This design comes from an exercise in tuning for small area and a short achievable clock period on the open sky130 flow, not from production work. Function was checked by simulation only, so behaviour that the tests miss may differ from the original. No driver is modelled on the clock port, so clock power and skew are understated where the tree is cut down; a real chip needs a root buffer or a tree. Power and IR drop assume default switching activity.

run 1:
==> flow/design.v (excerpt) <==
module rerok_rx (
    input  wire        clk,
    input  wire        rst,           
    input  wire        from_board,    
    input  wire        sym_valid,
    input  wire [9:0]  sym,
    output reg         word_valid,
    output wire [5:0]  word_index,
    output wire [31:0] word_data,
    output reg         frame_done,
    output reg  [2:0]  frame_reason,
    output wire [7:0]  frame_type,
    output wire [15:0] frame_seq,
    output wire [7:0]  frame_len
);
Size in the first run: ~89 I/O pins, roughly 0.0066 sq mm of cells after synthesis.
clock: 10.0 ns
lec_check: 0
cap_margin: 20
core_area: 2.3 2.72 97.98 97.92
die_area: 0 0 100.1 100.1
place_density: 0.9
slew_margin: 20
standard.sh (not shown) runs the stock make flow with config.mk's settings and CLKGATE_MAP_FILE= SYNTH_SCRIPT=/design/flow/synth_recipe.tcl, a recipe that flattens the netlist after the stock synthesis.
==> flow/flow/run.sh <==
#!/bin/bash
# Standard layout with these changes:
# - synthesis: the standard flow's synthesis script, with an area-oriented ABC mapping script
#   (flow/abc_area.script) in place of ORFS's abc_speed.script; everything else
#   (registers, -nofsm -noshare, flattening, renaming) is the standard flow's own;
# - plain buf_2 cells as the port buffers;
# - between placement and routing, flow/post_place.tcl (output isolation, a
#   shallow clock distribution and setup repair) in place of TritonCTS.
# Each tool's output goes to a log of its own here (synth.log, place.log,
# post_place.log, finish.log) besides ORFS's own logs under orfs/logs.
set -euo pipefail
RES=$PWD/orfs/results/sky130hd/rerok_rx/base
# ORFS's scripts folder, with the ABC script replaced, for the synthesis step only
rm -rf scripts
cp -r "$FLOW_HOME/scripts" scripts
cp flow/abc_area.script scripts/abc_speed.script
bash standard.sh SCRIPTS_DIR=$PWD/scripts synth > synth.log 2>&1
export BUFFER_PORTS_ARGS="-buffer_cell sky130_fd_sc_hd__buf_2"
bash standard.sh place > place.log 2>&1
RES=$RES RT_MARGIN=7.38 ISO_MIN=2 NROOT=4 NLEAF=4 LEAF=inv_16 ROOT=inv_8 \
  openroad -no_init -exit flow/post_place.tcl > post_place.log 2>&1
bash standard.sh finish > finish.log 2>&1
==> flow/flow/post_place.tcl <==
# Runs between placement and routing, in place of TritonCTS.
#
# 1. Output isolation: where the register behind an output port's buffer also
#    drives ISO_MIN or more other pins, those pins get a buf_1 of their own, so
#    that the register drives little more than the port buffer.
# 3. Setup repair (resizing and buffering) aimed at a period of 10 ns less
#    RT_MARGIN, where RT_MARGIN is above 0.
set plat $::env(FLOW_HOME)/platforms/sky130hd
set res $::env(RES)
read_lef $plat/lef/sky130_fd_sc_hd.tlef
read_lef $plat/lef/sky130_fd_sc_hd_merged.lef
read_liberty $plat/lib/sky130_fd_sc_hd__tt_025C_1v80.lib
read_db $res/3_place.odb
read_sdc $res/3_place.sdc
source $plat/setRC.tcl

set block [ord::get_db_block]

# --- output isolation
set iso_min $::env(ISO_MIN)
set n 0
foreach bt [$block getBTerms] {
  if {[$bt getIoType] ne "OUTPUT"} { continue }
  set buf ""
  foreach it [[$bt getNet] getITerms] {
    if {[$it isOutputSignal]} { set buf [$it getInst] }
  }
  if {$buf eq ""} { continue }
  set inet [[$buf findITerm A] getNet]
  set others {}
  foreach it [$inet getITerms] {
    if {[$it isInputSignal] && [$it getInst] ne $buf} {
      lappend others [sta::find_pin "[[$it getInst] getName]/[[$it getMTerm] getName]"]
    }
  }
  if {[llength $others] >= $iso_min} {
    insert_buffer -buffer_cell sky130_fd_sc_hd__buf_1 -net [sta::find_net [$inet getName]] -load_pins $others
    incr n
  }
}
puts "output isolation buffers: $n"

# --- clock distribution
set clknet [$block findNet clk]
$clknet setSigType CLOCK
set nroot $::env(NROOT)
set nleaf $::env(NLEAF)
set leafm [[ord::get_db] findMaster sky130_fd_sc_hd__$::env(LEAF)]
set rootm [[ord::get_db] findMaster sky130_fd_sc_hd__$::env(ROOT)]

proc bisect {pts n axis} {
  if {$n <= 1} { return [list $pts] }
  set pts [lsort -integer -index $axis $pts]
  set h [expr {[llength $pts] / 2}]
  return [concat [bisect [lrange $pts 0 [expr {$h - 1}]] [expr {$n / 2}] [expr {1 - $axis}]] \
                 [bisect [lrange $pts $h end] [expr {$n / 2}] [expr {1 - $axis}]]]
}

proc outterm {inst} {
  set t [$inst findITerm X]
  if {$t eq "NULL"} { set t [$inst findITerm Y] }
  return $t
}

proc drive {name master grp innet} {
  set block [ord::get_db_block]
  set inst [odb::dbInst_create $block $master $name]
  set net [odb::dbNet_create $block ${name}_net]
  $net setSigType CLOCK
  set sx 0
  set sy 0
  foreach e $grp {
    lassign $e x y term
    $term disconnect
    $term connect $net
    incr sx $x
    incr sy $y
  }
  [$inst findITerm A] connect $innet
  [outterm $inst] connect $net
  set cx [expr {$sx / [llength $grp]}]
  set cy [expr {$sy / [llength $grp]}]
  $inst setLocation $cx $cy
  $inst setPlacementStatus PLACED
  return [list $cx $cy [$inst findITerm A]]
}

set pts {}
foreach it [$clknet getITerms] {
  set bb [[$it getInst] getBBox]
  lappend pts [list [expr {([$bb xMin] + [$bb xMax]) / 2}] [expr {([$bb yMin] + [$bb yMax]) / 2}] $it]
}
puts "clock sinks: [llength $pts]"
set leaves {}
set g 0
foreach grp [bisect $pts $nleaf 0] {
  lappend leaves [drive clkleaf_$g $leafm $grp $clknet]
  incr g
}
if {$nroot > 0} {
  set g 0
  foreach grp [bisect $leaves $nroot 0] {
    drive clkroot_$g $rootm $grp $clknet
    incr g
  }
}

detailed_placement
set_propagated_clock [all_clocks]
estimate_parasitics -placement

# 3. Setup repair aimed at a period of 10 ns less RT_MARGIN.
if {$::env(RT_MARGIN) > 0} {
  repair_timing -setup -setup_margin $::env(RT_MARGIN)
  detailed_placement
  estimate_parasitics -placement
}
check_placement -verbose
report_clock_latency
set w 0
foreach pin [all_registers -clock_pins] {
  foreach e {rise fall} { set w [expr {max($w, [get_property $pin slew_max_$e])}] }
}
puts "estimated worst clock pin slew: $w"
report_checks -path_delay max -format end -group_path_count 10
report_checks -path_delay max -fields {fanout cap slew}
write_db $res/4_1_cts.odb
write_sdc -no_timestamp $res/4_cts.sdc
Other scripts of this flow, unchanged in this note and not shown: flow/flow/abc_area.script
--- input diff run 1..run 2 ---
- changing PLACE_DENSITY from 0.9 to 0.8
- changing DIE_AREA from 0 0 100.1 100.1 to 0 0 116.045 116.045
- changing CORE_AREA from 2.3 2.72 97.98 97.92 to 2.3 2.72 113.62 111.52
-- flow/flow/run.sh --
<<< run 1, line 20
RES=$RES RT_MARGIN=7.38 ISO_MIN=2 NROOT=4 NLEAF=4 LEAF=inv_16 ROOT=inv_8 \
>>> run 2, line 20
RES=$RES RT_MARGIN=7.33 ISO_MIN=1 NROOT=4 NLEAF=4 LEAF=inv_16 ROOT=inv_8 \
Findings:
- Looking at the reports, run 2 completed the entire flow and the layout it produced met the timing, design-rule and antenna checks.
- Switching fraction of total power, run 1 and run 2: smaller value in run 2
- Highest clock frequency the design can meet: lower on run 2
- Compared with run 1, run 2 shows a higher final area.
- reg2reg as the category of the most critical setup path was reported by run 2, and reg2out by run 1.
Here is what was changed in the inputs of run 3 compared with run 2.
-- flow/flow/run.sh --
<<< run 2, line 7
# - between placement and routing, flow/post_place.tcl (output isolation, a
#   shallow clock distribution and setup repair) in place of TritonCTS.
# Each tool's output goes to a log of its own here (synth.log, place.log,
# post_place.log, finish.log) besides ORFS's own logs under orfs/logs.
>>> run 3, line 7
# - between placement and routing, flow/post_place.tcl (output isolation and a
#   shallow clock distribution) in place of TritonCTS.
<<< run 2, line 20
RES=$RES RT_MARGIN=7.33 ISO_MIN=1 NROOT=4 NLEAF=4 LEAF=inv_16 ROOT=inv_8 \
>>> run 3, line 18
RES=$RES ISO_MIN=2 NROOT=4 NLEAF=4 LEAF=inv_16 ROOT=inv_8 \
-- flow/flow/post_place.tcl --
<<< run 2, line 6
# 3. Setup repair (resizing and buffering) aimed at a period of 10 ns less
#    RT_MARGIN, where RT_MARGIN is above 0.
>>> run 3, line 6
<<< run 2, line 109
>>> run 3, line 107
check_placement -verbose
<<< run 2, line 111

# 3. Setup repair aimed at a period of 10 ns less RT_MARGIN.
if {$::env(RT_MARGIN) > 0} {
  repair_timing -setup -setup_margin $::env(RT_MARGIN)
  detailed_placement
  estimate_parasitics -placement
}
check_placement -verbose
>>> run 3, line 110
## What came out
- Run 2 -> run 3: placed instance area delta 0, exact match
- Compared with run 2, in run 3 logic depth of the worst setup path including buffers shows a reduction of 4, final net count moved down.
- Run 3 vs run 2, area of all placed cells without fillers went down by 2.8%.
- Run 3 reports its cell with the largest stage delay on the worst path as sky130_fd_sc_hd__dfxtp_1 while run 2 reports sky130_fd_sc_hd__nor4_1.
- Final cell count for run 3 is lower than for run 2.
- field_bad$_DFFE_PP_ as the worst setup path endpoint was reported by run 2, and crc[20]$_SDFFCE_PP1P_ by run 3.
[inputs] run 4 vs run 3
- CORE_AREA now 2.3 2.72 105.8 106.08, was 2.3 2.72 113.62 111.52
- DIE_AREA now 0 0 108.1 108.1, was 0 0 116.045 116.045
-- flow/flow/run.sh --
<<< run 3, line 7
# - between placement and routing, flow/post_place.tcl (output isolation and a
#   shallow clock distribution) in place of TritonCTS.
>>> run 4, line 7
# - between placement and routing, flow/post_place.tcl (output isolation, a
#   shallow clock distribution and setup repair) in place of TritonCTS.
# Each tool's output goes to a log of its own here (synth.log, place.log,
# post_place.log, finish.log) besides ORFS's own logs under orfs/logs.
<<< run 3, line 18
RES=$RES ISO_MIN=2 NROOT=4 NLEAF=4 LEAF=inv_16 ROOT=inv_8 \
>>> run 4, line 20
RES=$RES RT_MARGIN=7.45 ISO_MIN=2 NROOT=4 NLEAF=4 LEAF=inv_16 ROOT=inv_8 \
-- flow/flow/post_place.tcl --
<<< run 3, line 6
>>> run 4, line 6
# 3. Setup repair (resizing and buffering) aimed at a period of 10 ns less
#    RT_MARGIN, where RT_MARGIN is above 0.
<<< run 3, line 107
check_placement -verbose
>>> run 4, line 109
<<< run 3, line 110
>>> run 4, line 111

# 3. Setup repair aimed at a period of 10 ns less RT_MARGIN.
if {$::env(RT_MARGIN) > 0} {
  repair_timing -setup -setup_margin $::env(RT_MARGIN)
  detailed_placement
  estimate_parasitics -placement
}
check_placement -verbose
--- outcome ---
Against run 3 as the reference, run 4 delivers a higher overall global routing resource usage.
Final RePlAce weighted congestion in run 4 vs run 3: down 4.4%
Compared to run 3, run 4 has share of the clock period used by the worst path 2.6 points lower.
Changes observed in run 4 relative to run 3: horizontal die dimension down about 7%, logic gate share of total power moved down, cell count now smaller, detailed-route wire length climbed 2.8%.
Changes observed in run 4 relative to run 3: first-pass GRT wire length increased by about 1% relative to the old numbers, final worst slack increased by 260 ps relative to the old numbers.
For run 5, these inputs were changed with respect to run 4:
- CORE_AREA changed from 2.3 2.72 105.8 106.08 to 2.3 2.72 113.62 111.52
- DIE_AREA changed from 0 0 108.1 108.1 to 0 0 116.045 116.045
-- flow/flow/run.sh --
<<< run 4, line 8
#   shallow clock distribution and setup repair) in place of TritonCTS.
# Each tool's output goes to a log of its own here (synth.log, place.log,
# post_place.log, finish.log) besides ORFS's own logs under orfs/logs.
>>> run 5, line 8
#   shallow clock distribution) in place of TritonCTS.
<<< run 4, line 20
RES=$RES RT_MARGIN=7.45 ISO_MIN=2 NROOT=4 NLEAF=4 LEAF=inv_16 ROOT=inv_8 \
>>> run 5, line 18
RES=$RES RT_MARGIN=7.4 ISO_MIN=2 NROOT=4 NLEAF=4 LEAF=inv_16 ROOT=inv_8 \
<<< run 4, line 22
bash standard.sh finish > finish.log 2>&1
>>> run 5, line 20
SETUP_SLACK_MARGIN=7.3 bash standard.sh finish > finish.log 2>&1
==> comparison <==
- Actual transition at the worst max-transition pin in run 5 is 120 ps below run 4.
- Vias: run 5 more than run 4
- Run 5 against run 4: maximum cell stage delay along the critical path level, area overhead of the layout relative to synthesis moved up, met1 capacity usage during global routing moved down, sequential share of layout area moved down, met2 global-route usage moved down.
- In run 5 relative to run 4, length of routed met2 wiring had gone up by a little under 10%.
- For the sequential power, run 5 came in about 0.7% lower than run 4 did.
- Total detailed-routing wirelength, run 5 and run 4: smaller value in run 4
- Between run 4 and run 5, initial DRC count increased.
No run of this note takes its clock network from TritonCTS; it comes from the design's own scripts or RTL.

[re-timing with driven ports]
Ports are ideal in the flow. The routed layouts listed here were re-timed in OpenROAD.
Step 1: set_driving_cell puts a clkbuf_16 on clk and a buf_2 on each other input, an assumption about the parent block.
Step 2 moves the port delays by t, midway between the first and last clock arrival at a register: inputs arrive t later, outputs are due t later. That takes back most of the time a late clock gives input paths.
Three values: ideal, step 1, step 2; two values: the first two.
run | t, ns | setup slack, ns | cell pins on the clock port's net
run 1 | 0.256 | 7.186 / 7.057 / 7.197 | 4
run 2 | 0.254 | 7.167 / 7.122 / 7.167 | 4
run 3 | 0.253 | 7.001 / 7.001 / 7.001 | 4
run 4 | 0.250 | 7.259 / 7.133 / 7.383 | 4
run 5 | 0.254 | 7.253 / 7.124 / 7.378 | 4
After both steps setup and hold are still met in every run listed.
